From an optimization exercise on the open Yosys and OpenROAD flow, aimed at small area, a short achievable clock period and few clock cycles per item; shortcuts taken in it are not production practice. Function was checked by simulation only, so behaviour that the tests miss may differ from the original.

the reference run:
// lane_fpu
module lane_fpu (
    input  wire        clk,
    input  wire        rst,         
    input  wire        in_valid,
    output wire        in_ready,
    input  wire [3:0]  in_op,
    input  wire [31:0] in_wa,
    input  wire [31:0] in_wb,
    output reg         out_valid,
    output reg  [31:0] out_wa,
    output reg  [5:0]  out_arith
);
    localparam [3:0] OP_FADD   = 4'h0, OP_FSUB = 4'h1, OP_FMUL  = 4'h2,
                     OP_FDIV   = 4'h3, OP_FSQRT = 4'h4, OP_FABS = 4'h5,
                     OP_FNEG   = 4'h6, OP_ITOF = 4'h7, OP_FTOI  = 4'h8,
                     OP_FTRUNC = 4'h9, OP_FMIN = 4'hA, OP_FMAX  = 4'hB;
    localparam [2:0] Q_IDLE = 3'd0, Q_NORM = 3'd1, Q_ITER = 3'd2,
                     Q_INJ  = 3'd3, Q_MUL  = 3'd4;
    reg  [2:0]        sq_state;
    reg               sq_sqrt;      
    reg               sq_mul;       
    reg               sq_sign;
    reg signed [9:0]  sq_e;
    localparam integer KD = 3, CD = 9;
    localparam integer FR = KD * CD + 1, WW = FR + 3, QW = FR + 2;
    reg  [24:0]       sq_d;         
    reg  [WW-1:0]     sq_r;         
    reg  [WW-1:0]     sq_c;         
    reg  [QW-1:0]     sq_q;         
  ...
Size in the first run: ~7,000 cells after synthesis, roughly 330 flip-flops, about 110 I/O pins, roughly 0.056 mm² of cells after synthesis.
export LEC_CHECK = 0
export CAP_MARGIN = 20
export CORE_MARGIN = 2
export CORE_UTILIZATION = 45
export SLEW_MARGIN = 20
create_clock -name core_clock -period 22.0 [get_ports {clk}]
standard.sh (not shown) runs the stock make flow with config.mk's settings and CLKGATE_MAP_FILE= SYNTH_SCRIPT=/design/flow/synth_recipe.tcl, a recipe that flattens the netlist after the stock synthesis.
==> flow/flow/run.sh <==
#!/bin/bash
# Layout flow: the standard layout (standard.sh: the standard synthesis,
# floorplan, placement, CTS, routing and finish, unchanged), with ORFS's
# repair_timing asked to reach 14 ns of setup slack at the design's 22 ns
# clock (SETUP_SLACK_MARGIN), so that it keeps speeding up paths that
# already meet the clock. Constraints and clock are the design's.
# All output goes to standard.log here; ORFS keeps each step's log in orfs/logs.
set -o pipefail
export SETUP_SLACK_MARGIN=14
bash standard.sh > standard.log 2>&1
Testbench counts of the reference run, summed over its fixed seeds: cycles 43,259, items 24,000.
The following lists how the trial run was set up differently from the reference run:
--- a/flow/design.v
+++ b/flow/design.v
@@ -1,16 +1,16 @@
 module fpu_norm_round (
     input  wire               sign,
     input  wire signed [9:0]  exp,
+    input  wire               lim,         
     input  wire        [31:0] sig,
     input  wire               sticky,
     output reg         [31:0] result,
     output reg                overflow,    
     output reg                underflow    
 );
-    wire        lim  = (exp[9:5] == 5'd0);
     wire [31:0] mark = lim ? (32'h8000_0000 >> exp[4:0]) : 32'd0;
     wire [31:0] x    = sig | mark;
     wire [15:0] z2;    
     wire [15:0] p2;    
     genvar g;
     generate
@@ -97,12 +97,13 @@
     reg  [3:0]        sq_cnt;
     reg               dn1;
     wire signed [9:0] sq_e_half = (sq_e >>> 1) + 10'sd127;
     wire signed [9:0] inj_exp   = sq_sqrt ? sq_e_half : sq_e;
     reg               inj_dn;       
     reg        v0, slow0;
+    reg        a_nz0, b_nz0;    
     reg [3:0]  op0;
     reg [31:0] a0, b0;
     assign in_ready = !slow0 && !dn1 &&
                       ((sq_state == Q_IDLE) ||
                        ((sq_state == Q_INJ || sq_state == Q_MUL) && !inj_dn));
     wire in_a_small = (in_wa[30:29] == 2'b00) && (in_wa[28:0] != 29'd0);
@@ -111,12 +112,14 @@
                    ((in_op == OP_FMUL) && (in_a_small || in_b_small));
     wire mul_ld;
     always @(posedge clk) begin
         a0  <= mul_ld ? {9'd1, sq_d[22:0]} : in_wa;
         b0  <= mul_ld ? {9'd1, sq_r[FR-3:FR-25]} : in_wb;
         op0 <= in_op;
+        a_nz0 <= mul_ld || (in_wa[30:23] != 8'd0);
+        b_nz0 <= mul_ld || (in_wb[30:23] != 8'd0);
         if (rst) begin
             v0    <= 1'b0;
             slow0 <= 1'b0;
         end else begin
             v0    <= in_valid && in_ready;
             slow0 <= in_valid && in_ready && in_slow;
@@ -125,13 +128,13 @@
     wire        sa = a0[31];
     wire        sb = b0[31];
     wire [7:0]  ea = a0[30:23];
     wire [7:0]  eb = b0[30:23];
     wire [22:0] fa = a0[22:0];
     wire [22:0] fb = b0[22:0];
-    wire a_ez = (ea == 8'd0), b_ez = (eb == 8'd0);
+    wire a_ez = !a_nz0, b_ez = !b_nz0;
     wire a_em = (ea == 8'hFF), b_em = (eb == 8'hFF);
     wire a_fz = (fa == 23'd0), b_fz = (fb == 23'd0);
     wire a_zero = a_ez && a_fz, b_zero = b_ez && b_fz;
     wire a_inf  = a_em && a_fz, b_inf  = b_em && b_fz;
     wire a_nan  = a_em && !a_fz, b_nan = b_em && !b_fz;
     wire a_snan = a_nan && !fa[22], b_snan = b_nan && !fb[22];
@@ -458,12 +461,13 @@
             end
             default: ;
         endcase
     end
     reg               v1, pass1, sign1, ov1, nan1, dz1, st1;
     reg signed [9:0]  exp1;
+    reg               lim1;    
     reg        [31:0] sig1;
     wire dn_flush = exp1 <= -10'sd26;
     always @(posedge clk) begin
         if (rst) begin
             v1  <= 1'b0;
             dn1 <= 1'b0;
@@ -479,24 +483,27 @@
     always @(posedge clk) begin
         if (dn1) begin
             if (dn_flush) begin
                 sig1 <= 32'd0;
                 st1  <= st1 | (sig1 != 32'd0);
                 exp1 <= 10'sd1;
+                lim1 <= 1'b1;
             end else begin
                 sig1 <= {1'b0, sig1[31:1]};
                 st1  <= st1 | sig1[0];
                 exp1 <= exp1 + 10'sd1;
+                lim1 <= 1'b1;
             end
         end else if (seq_out) begin
             pass1 <= 1'b0;
             sign1 <= sq_sign;
             ov1   <= 1'b0;
             nan1  <= 1'b0;
             dz1   <= 1'b0;
             exp1  <= inj_exp;
+            lim1  <= (inj_exp[9:5] == 5'd0);
             if (sq_mul) begin
                 sig1 <= mul_p[47:16];
                 st1  <= |mul_p[15:0];
             end else begin
                 sig1 <= {1'b0, dqf[FR-1:FR-28], 3'd0};
                 st1  <= dst;
@@ -505,21 +512,23 @@
             pass1 <= k_pass;
             sign1 <= k_sign;
             ov1   <= k_ov;
             nan1  <= k_nan;
             dz1   <= k_dz;
             exp1  <= $signed(k_exp);
+            lim1  <= (k_exp[9:5] == 5'd0);
             sig1  <= e1_sig;
             st1   <= e1_st;
         end
     end
     wire        fpu_ovf, fpu_unf;
     wire [31:0] fpu_res;
     fpu_norm_round u_round (
         .sign      (sign1),
         .exp       (exp1),
+        .lim       (lim1),
         .sig       (sig1),
         .sticky    (st1),
         .result    (fpu_res),
         .overflow  (fpu_ovf),
         .underflow (fpu_unf)
     );
--- outcome ---
- The trial run: no failed stages, no open violations at the end
- The reference run has a higher multiplexer share of the synthesized area than the trial run.
- ~same final weighted congestion in routability-driven placement in the reference run and the trial run
- The trial run vs the reference run — via count dropped by a few percent
- Summary of the trial run over the reference run: setup slack saw an increase, xor and xnor area share after synthesis neither gained nor lost much, area share of fa/ha/maj cells after synthesis now sits higher, flip-flop and latch count rose about 0.9%, initial standard-cell utilization of the core climbed 0.20 points.
- Compared the trial run against the reference run; final design utilization within noise.
- Comparing the two runs side by side, the trial run comes out ahead of the reference run on final wirelength.
Testbench counts of the trial run, summed over its fixed seeds: cycles 43,259, items 24,000.

## static timing again, ports no longer ideal
Ports are ideal in the flow. The routed layouts listed here were re-timed in OpenROAD. Step 1 (the two cells are an assumption about what drives the block):
set clk [get_ports {clk}]
set_driving_cell -lib_cell sky130_fd_sc_hd__clkbuf_16 $clk
set_driving_cell -lib_cell sky130_fd_sc_hd__buf_2 [delete_from_list [all_inputs] $clk]
Step 2 adds t to the input delays and takes it off the output delays; t is the mean of the earliest and latest rising clock arrival at the registers after step 1. Input paths then give back, and output paths get back, about the clock's delay inside the block. a / b / c = no drivers / after step 1 / after step 2; a / b = the first two.
run | t (ns) | setup WS [ns] | worst slew at a driven data input, ns
the reference run | 0.678 | 13.853 / 13.853 / 13.853 | 0.04
the trial run | 0.695 | 13.963 / 13.963 / 13.653 | 0.04
After both steps setup and hold are still met in every run listed. The setup slack of the trial run, which loses most, moves by 0.000 ns with the drivers and by -0.310 ns with both steps.
